This design comes from an exercise in tuning for small area, a short achievable clock period and few clock cycles per item on the open sky130 flow, not from production work.
At most, simulation tests tie the RTL to the original design; equivalence was not proved.

== middle ==
==> flow/design.v (excerpt) <==
module pagecode_dec (
  input  wire        clk,
  input  wire        rst,
  input  wire        in_valid,
  input  wire [7:0]  in_data,
  output reg         in_ready,
  output reg         out_valid,
  output reg         out_clean,
  output reg         out_poison,
  output reg         out_ok,
  output reg  [2:0]  out_count,
  output reg  [31:0] out_pos,
  output reg  [31:0] out_val
);
export LEC_CHECK = 0
export CAP_MARGIN = 20
export CORE_MARGIN = 2
export CORE_UTILIZATION = 40
export CTS_CLUSTER_DIAMETER = 80
export CTS_CLUSTER_SIZE = 20
export SLEW_MARGIN = 20
create_clock -name core_clock -period 12.0 [get_ports {clk}]
standard.sh (not shown) runs the stock make flow with config.mk's settings and CLKGATE_MAP_FILE= SYNTH_SCRIPT=/design/flow/synth_recipe.tcl, a recipe that flattens the netlist after the stock synthesis.
==> flow/flow/run.sh <==
#!/bin/bash
# The standard layout, with ORFS's repair_timing aiming at a setup slack
# margin of 8.5 ns, and buf_2 cells as the port buffers (the SDC, clock period
# and all other settings unchanged).
set -euo pipefail
export SETUP_SLACK_MARGIN=8.5
export BUFFER_PORTS_ARGS="-buffer_cell sky130_fd_sc_hd__buf_2"
bash standard.sh > standard_flow.log 2>&1
Testbench counts of middle, summed over its fixed seeds: cycles 53,187, items 384.
> inputs changed (middle -> south)
-- flow/design.v --
<<< middle, line 38
    reg [3:0] a1, a0, sq, s0;
    begin
      c[0] = a[0] ^ a[2] ^ a[4] ^ a[5] ^ a[6] ^ a[7];
      c[1] = a[2] ^ a[6] ^ a[7];
      c[2] = a[1] ^ a[2] ^ a[3] ^ a[4];
      c[3] = a[1] ^ a[4] ^ a[5] ^ a[6] ^ a[7];
      c[4] = a[2] ^ a[4] ^ a[5] ^ a[6] ^ a[7];
      c[5] = a[2] ^ a[5] ^ a[6];
      c[6] = a[1] ^ a[3] ^ a[4] ^ a[5];
      c[7] = a[5];
      a1 = c[7:4]; a0 = c[3:0];
      sq[0] = a1[0];
      sq[1] = a1[1] ^ a1[3];
      sq[2] = a1[3];
      sq[3] = a1[0] ^ a1[2];
      s0[0] = a0[0] ^ a0[2];
      s0[1] = a0[2];
>>> south, line 38
    reg [3:0] a1, a0, sq, s0;
    begin
      c[0] = a[0] ^ a[1] ^ a[3] ^ a[5];
      c[1] = a[1] ^ a[4] ^ a[7];
      c[2] = a[7];
      c[3] = a[1] ^ a[6];
      c[4] = a[4] ^ a[7];
      c[5] = a[1] ^ a[3] ^ a[4];
      c[6] = a[2] ^ a[5] ^ a[6];
      c[7] = a[5];
      a1 = c[7:4]; a0 = c[3:0];
      sq[0] = a1[0] ^ a1[1];
      sq[1] = a1[0] ^ a1[2];
      sq[2] = a1[0];
      sq[3] = a1[0] ^ a1[1] ^ a1[3];
      s0[0] = a0[0] ^ a0[2];
      s0[1] = a0[2];
<<< middle, line 82
      endcase
      c = {gf16_mul(h[11:8], di), gf16_mul(h[7:4], di)};
      o[0] = c[0] ^ c[4];
      o[1] = c[2] ^ c[3] ^ c[4] ^ c[6] ^ c[7];
      o[2] = c[2] ^ c[6] ^ c[7];
      o[3] = c[1] ^ c[2] ^ c[3] ^ c[7];
      o[4] = c[1] ^ c[4] ^ c[7];
      o[5] = c[7];
      o[6] = c[2] ^ c[5] ^ c[6];
      o[7] = c[1] ^ c[5] ^ c[7];
      gf_inv2 = o;
    end
>>> south, line 82
      endcase
      c = {gf16_mul(h[11:8], di), gf16_mul(h[7:4], di)};
      o[0] = c[0] ^ c[2] ^ c[4] ^ c[5] ^ c[7];
      o[1] = c[1] ^ c[4];
      o[2] = c[1] ^ c[3] ^ c[4] ^ c[6] ^ c[7];
      o[3] = c[1] ^ c[2] ^ c[5];
      o[4] = c[2] ^ c[4];
      o[5] = c[7];
      o[6] = c[1] ^ c[3] ^ c[4];
      o[7] = c[2];
      gf_inv2 = o;
    end
Results
- south vs. middle: fmax down 0.49%; post-route DRC violation count flat; count of clock-buffer cells in the layout down 4.9%.
- The commonest non-fill, non-tap cell in the layout comes out sky130_fd_sc_hd__nand2_1 in one run and sky130_fd_sc_hd__xnor2_1 in the other, namely in middle and south respectively.
Testbench counts of south, summed over its fixed seeds: cycles 53,187, items 384.

---

== the reference run ==
pagecode_dec again, from the RTL that the note above started with.
==> flow/config.mk <==
export PLATFORM = sky130hd
export DESIGN_NAME = pagecode_dec
export DESIGN_NICKNAME = pagecode_dec
export VERILOG_FILES = /design/flow/design.v
export SDC_FILE = /design/flow/constraint.sdc
export NUM_CORES = 4
export LEC_CHECK = 0
export CAP_MARGIN = 20
export CORE_MARGIN = 2
export CORE_UTILIZATION = 40
export SLEW_MARGIN = 20
==> flow/constraint.sdc <==
create_clock -name core_clock -period 12.0 [get_ports {clk}]
set_input_delay 2.4000 -clock core_clock [delete_from_list [all_inputs] [get_ports {clk}]]
set_output_delay 2.4000 -clock core_clock [all_outputs]
set_load 0.01 [all_outputs]
Scripts as last shown in full above: flow/flow/run.sh
Testbench counts of the reference run, summed over its fixed seeds: cycles 53,187, items 384.
Input changes introduced in the trial run (baseline for comparison: the reference run):
--- a/flow/design.v
+++ b/flow/design.v
@@ -167,24 +167,33 @@
   wire [1:0] k2    = k[1:0] - 2'd2;
   wire       kfirst = r[2] ? (k == 3'd4) : (k == r);
   wire [7:0] acc   = (kfirst ? 8'h00 : dacc) ^ p;
   wire [7:0] ll0 = gf_mul(lam[0], AM1);
   wire [7:0] ll1 = gf_mul(lam[1], AM2);
   wire [7:0] ll2 = gf_mul(lam[2], AM3);
   wire [7:0] ll3 = gf_mul(lam[3], AM4);
   wire [7:0] ol1 = gf_mul(bs[1], AM1);
   wire [7:0] ol2 = gf_mul(bs[2], AM2);
   wire [7:0] ol3 = gf_mul(bs[3], AM3);
-  wire [7:0] lv_hi = 8'h01 ^ lam[0] ^ lam[1] ^ lam[2] ^ lam[3];
-  wire [7:0] lv_lo = 8'h01 ^ ll0 ^ ll1 ^ ll2 ^ ll3;
-  wire       rt_hi = (lv_hi == 8'h00) && !hid;
-  wire       rt_lo = (lv_lo == 8'h00);
+  wire [7:0] ln0 = gf_mul(ll0, AM1);                
+  wire [7:0] ln1 = gf_mul(ll1, AM2);
+  wire [7:0] ln2 = gf_mul(ll2, AM3);
+  wire [7:0] ln3 = gf_mul(ll3, AM4);
+  wire       cadv = (st == D_CHN) && adv;
+  wire [7:0] lv_hi = cadv ? 8'h01 ^ ln0 ^ ln1 ^ ln2 ^ ln3
+                          : 8'h01 ^ lam[0] ^ lam[1] ^ lam[2] ^ lam[3];
+  wire [7:0] lv_lo = cadv ? 8'h01 ^ gf_mul(lam[0], 8'had) ^ gf_mul(lam[1], 8'h36) ^
+                            gf_mul(lam[2], 8'hcf) ^ gf_mul(lam[3], 8'h7d)
+                          : 8'h01 ^ ll0 ^ ll1 ^ ll2 ^ ll3;    
+  reg        rz_hi, rz_lo;
+  wire       rt_hi = rz_hi && !hid;
+  wire       rt_lo = rz_lo;
   wire [7:0] dv_hi = lam[0] ^ lam[2];
   wire [7:0] dv_lo = ll0 ^ ll2;
   wire [7:0] ov_hi = bs[0] ^ bs[1] ^ bs[2] ^ bs[3];
   wire [7:0] ov_lo = bs[0] ^ ol1 ^ ol2 ^ ol3;
   wire       rt    = (st == D_CHN) && (rt_hi || rt_lo);
   wire       adv   = !(rt_hi && rt_lo);
   wire [1:0] slot  = L[1:0] - 2'd1 - nroot[1:0];
   wire       ok_dec = !clean_f && !fail && (nroot == L);
   reg  [2:0] st_nx;
   always @(*) begin
@@ -305,32 +314,34 @@
       D_CHN: begin
         if (rt) begin
           iv       <= rt_hi ? dv_hi : dv_lo;
           dacc     <= rt_hi ? ov_hi : ov_lo;
           S[slot]  <= {q, rt_hi};
           sa       <= slot;
           nroot    <= nroot + 3'd1;
         end
         hid <= !adv;
         if (adv) begin
-          lam[0] <= gf_mul(ll0, AM1);
-          lam[1] <= gf_mul(ll1, AM2);
-          lam[2] <= gf_mul(ll2, AM3);
-          lam[3] <= gf_mul(ll3, AM4);
+          lam[0] <= ln0;
+          lam[1] <= ln1;
+          lam[2] <= ln2;
+          lam[3] <= ln3;
           bs[1]  <= gf_mul(ol1, AM1);
           bs[2]  <= gf_mul(ol2, AM2);
           bs[3]  <= gf_mul(ol3, AM3);
           q      <= q - 7'd1;
         end
       end
       default: ;
     endcase
+    rz_hi <= (lv_hi == 8'h00);
+    rz_lo <= (lv_lo == 8'h00);
     pa <= rt;
     pb <= pa;
     pc <= pb;
     if (pa) begin
       ovr <= dacc;
       sb  <= sa;
     end
     if (pb) begin
       ma <= ovr;
       mb <= i2;
Findings:
- Between the trial run and the reference run, the difference in clock edge transition at the registers on the reported setup and hold paths is negligible.
- Taking the reference run as the reference point, the worst setup slack of the trial run falls by 0.012 ns.
- The reference run → the trial run: final critical path time including I/O delays and setup grew by 0.012 ns, number of placed cells counting well taps grew by 79, routability congestion estimate shrank by about 1.3%.
- Count of non-CTS buffers in the layout down 19 in the trial run wrt the reference run
- Comparing the trial run and the reference run, the lower antenna diode count is on the trial run.
- Lower first-iteration DRC count goes to the trial run over the reference run.
- Die: the trial run bigger than the reference run
- Going from the reference run to the trial run, number of standard cells in the final layout excluding fillers has increased, final-layout clock-cell area share comparable, detailed-router iteration count before antenna repair shows a reduction of 3.
Function not checked in the trial run: the RTL went through the layout flow alone.

---

## old
Another version of the RTL of pagecode_dec (not shown whole).
For scale: roughly 2400 cells after synthesis, roughly 380 flip-flops, ~83 I/O pins, about 0.024 mm^2 of cells after synthesis.
export LEC_CHECK = 0
export CAP_MARGIN = 20
export CORE_MARGIN = 2
export CORE_UTILIZATION = 50
export CTS_CLUSTER_DIAMETER = 80
export CTS_CLUSTER_SIZE = 20
export SLEW_MARGIN = 20
create_clock -name core_clock -period 12.0 [get_ports {clk}]
Scripts as last shown in full above: flow/flow/run.sh
## Diff of input files: new against old
--- a/flow/design.v
+++ b/flow/design.v
@@ -131,16 +131,17 @@
   reg  [7:0] S    [0:7];        
   reg  [7:0] lam  [0:3];        
   reg  [7:0] bs   [0:3];        
   reg  [7:0] ma, mb;            
   reg  [7:0] binv;              
   reg  [7:0] dacc;              
   reg  [7:0] iv;                
   reg  [11:0] ih;               
+  reg  [7:0] ovr;               
   reg  [2:0] sx;                
   reg  [1:0] lx;                
   reg  [2:0] r;                 
   reg  [2:0] k;                 
   reg  [2:0] L;
   reg        fail;              
   reg        lch;               
   reg        clean_f, pois_f;
@@ -149,20 +150,18 @@
   reg        pa, pb, pc;        
   reg  [1:0] sa, sb, sc;        
   reg  [2:0] nroot;
   reg        fin_d;             
   wire [7:0] p    = gf_mul(ma, mb);
   wire [7:0] ssel = S[sx];
   wire [7:0] lsel = lam[lx];
   wire [7:0] i2   = gf_inv2(ih);                    
-  wire s_zero = (syn_nx[0] | syn_nx[1] | syn_nx[2] | syn_nx[3] |
-                 syn_nx[4] | syn_nx[5] | syn_nx[6] | syn_nx[7]) == 8'h00;
-  wire s_pois = {syn_nx[7], syn_nx[6], syn_nx[5], syn_nx[4],
-                 syn_nx[3], syn_nx[2], syn_nx[1], syn_nx[0]} == SP;
+  wire s_zero = (S[0] | S[1] | S[2] | S[3] | S[4] | S[5] | S[6] | S[7]) == 8'h00;
+  wire s_pois = {S[7], S[6], S[5], S[4], S[3], S[2], S[1], S[0]} == SP;
   wire       d_nz  = (ma != 8'h00);
   wire       lc    = d_nz && ({L, 1'b0} <= {1'b0, r});
   wire [3:0] lnew  = {1'b0, r} + 4'd1 - {1'b0, L};
   wire [2:0] r1    = r + 3'd1;
   wire [2:0] kmx1  = r1[2] ? 3'd4 : r1;             
   wire [2:0] jmax  = (r == 3'd1) ? 3'd3 : 3'd4;     
   wire [1:0] k1    = k[1:0] - 2'd1;                 
   wire [1:0] k2    = k[1:0] - 2'd2;
@@ -186,17 +185,17 @@
   wire       rt    = (st == D_CHN) && (rt_hi || rt_lo);
   wire       adv   = !(rt_hi && rt_lo);
   wire [1:0] slot  = L[1:0] - 2'd1 - nroot[1:0];
   wire       ok_dec = !clean_f && !fail && (nroot == L);
   reg  [2:0] st_nx;
   always @(*) begin
     st_nx = st;
     case (st)
-      D_F:    if (r == 3'd0) st_nx = clean_f ? D_FIN : D_DISC;
+      D_F:    if (r == 3'd0) st_nx = s_zero ? D_FIN : D_DISC;
               else if (lc && lnew > 4'd4) st_nx = D_FIN;
               else st_nx = D_UPD;
       D_UPD:  if (k == 3'd1) st_nx = (r == 3'd7) ? D_OMG : D_DISC;
       D_DISC: if (k == 3'd1) st_nx = D_F;
       D_OMG:  if (k == 3'd1 && r == 3'd1) st_nx = D_CHN;
       D_CHN:  if (adv && q == 7'd0) st_nx = D_DRN;
       D_DRN:  if (!pa && !pb) st_nx = D_FIN;
       D_FIN:  st_nx = D_IDLE;
@@ -218,16 +217,18 @@
                    (st == D_DRN && !pa && !pb);
     end
   end
   always @(posedge clk) begin
     ih <= gf_inv1(iv);
     case (st)
       D_F: begin
         if (r == 3'd0) begin
+          clean_f <= s_zero;
+          pois_f  <= s_pois;
           lam[0]  <= ma;
           if (!d_nz) begin
             bs[0] <= 8'h00;
             bs[1] <= 8'h01;
           end
           L   <= {2'b00, d_nz};
           lch <= d_nz;
           mb  <= ssel;                                
@@ -238,43 +239,41 @@
           iv  <= ma;
           lch <= lc;
           if (lc)
             L <= lnew[2:0];
           if (lc && lnew > 4'd4)
             fail <= 1'b1;
           ma  <= p;
           mb  <= bs[jmax[1:0] - 2'd1];
-          sx  <= (r == 3'd7) ? 3'd3 : r[2] ? r - 3'd3 : 3'd0;
+          sx  <= (r[2] && r != 3'd7) ? r - 3'd3 : 3'd0;   
           lx  <= (r == 3'd7) ? 2'd2 : (r[2] || r == 3'd3) ? 2'd3 : r[1:0];
           k   <= jmax;
         end
       end
       D_UPD: begin
         lam[k1] <= lam[k1] ^ p;
         if (r == 3'd7)
-          bs[k1] <= ssel;                             
+          bs[k1] <= S[k1];                            
         else if (k == 3'd1)
           bs[0] <= {7'd0, lch};
         else
           bs[k1] <= lch ? lam[k2] : bs[k2];
         if (k == 3'd1) begin
           if (lch)
             binv <= i2;                               
           ma <= lsel;
           mb <= ssel;
           sx <= sx + 3'd1;
           lx <= lx - 2'd1;
           r  <= (r == 3'd7) ? 3'd3 : r1;
           k  <= (r == 3'd7) ? 3'd3 : kmx1;
         end else begin
           mb <= bs[k2];
           k  <= k - 3'd1;
-          if (r == 3'd7)
-            sx <= sx - 3'd1;
         end
       end
       D_DISC: begin
         dacc <= acc;
         if (r == 3'd1 && lch)
           binv <= i2;                                 
         if (k == 3'd1) begin
           ma <= acc ^ ssel;                           
@@ -324,21 +323,21 @@
         end
       end
       default: ;
     endcase
     pa <= rt;
     pb <= pa;
     pc <= pb;
     if (pa) begin
-      binv <= dacc;
-      sb   <= sa;
+      ovr <= dacc;
+      sb  <= sa;
     end
     if (pb) begin
-      ma <= binv;
+      ma <= ovr;
       mb <= i2;
       sc <= sb;
     end
     if (pc)
       S[3'd4 + sc] <= p;
     if (st == D_FIN)
       for (i = 0; i < 4; i = i + 1)
         if (!(ok_dec && i < L)) begin
@@ -348,18 +347,16 @@
     if (load) begin
       for (i = 0; i < 8; i = i + 1)
         S[i] <= syn_nx[i];
       for (i = 0; i < 4; i = i + 1) begin
         lam[i] <= 8'h00;
         bs[i]  <= (i == 0) ? 8'h01 : 8'h00;
       end
       binv  <= 8'h01;
-      clean_f <= s_zero;
-      pois_f  <= s_pois;
       ma    <= syn_nx[0];
       iv    <= syn_nx[0];
       sx    <= 3'd0;
       L     <= 3'd0;
       r     <= 3'd0;
       fail  <= 1'b0;
       hid   <= 1'b0;
       pa    <= 1'b0;
Notes after the runs:
old -> new: netlist area before placement increased slightly
new vs old, critical path endpoint: out_pos[14] vs out_val[26]
Relative to old, the final cell count of new is lower by 122.
Measured against each other, old and new differ in number of clock buffer instances in the layout, the higher figure coming from new.
Highest-utilization routing layer at the global route stage: met1 -> new, met2 -> old
Proportion of final cell area spent on non-clock buffers: new vs old down 0.85 points
Diff new..old | wire length | negligible
On wire length on met1: between old and new, it ends up higher for new.
Density: new sparser than old
Final critical-path required period (higher): new
Testbench counts of new, summed over its fixed seeds: cycles 53,187, items 384.
Only the layout flow was run in old; the RTL was not checked for function there.

static timing again, ports no longer ideal:
How much do the figures lean on ideal ports? The routed layouts below were timed once more, with nothing changed but the port constraints.
Step 1 sets driving cells, clkbuf_16 on the clock port and buf_2 on the other inputs (assumed; they add their load-dependent delay and slew).
Step 2 moves the port delays by t, midway between the first and last clock arrival at a register: inputs arrive t later, outputs are due t later. That takes back most of the time a late clock gives input paths.
Slacks: ideal / step 1 / step 2; pairs: ideal / step 1.
run	shift t [ns]	slack for setup (ns)	hold WS [ns]
middle	0.679	8.519 / 8.462 / 8.627	0.426 / 0.426 / 0.426
south	0.665	8.502 / 8.445 / 8.568	0.427 / 0.427 / 0.427
the reference run	0.653	8.523 / 8.470 / 8.635	0.422 / 0.422 / 0.422
the trial run	0.656	8.511 / 8.449 / 8.656	0.376 / 0.376 / 0.376
old	0.658	8.532 / 8.473 / 8.543	0.375 / 0.375 / 0.375
new	0.654	8.525 / 8.466 / 8.590	0.426 / 0.426 / 0.426
After both steps setup and hold are still met in every run listed.
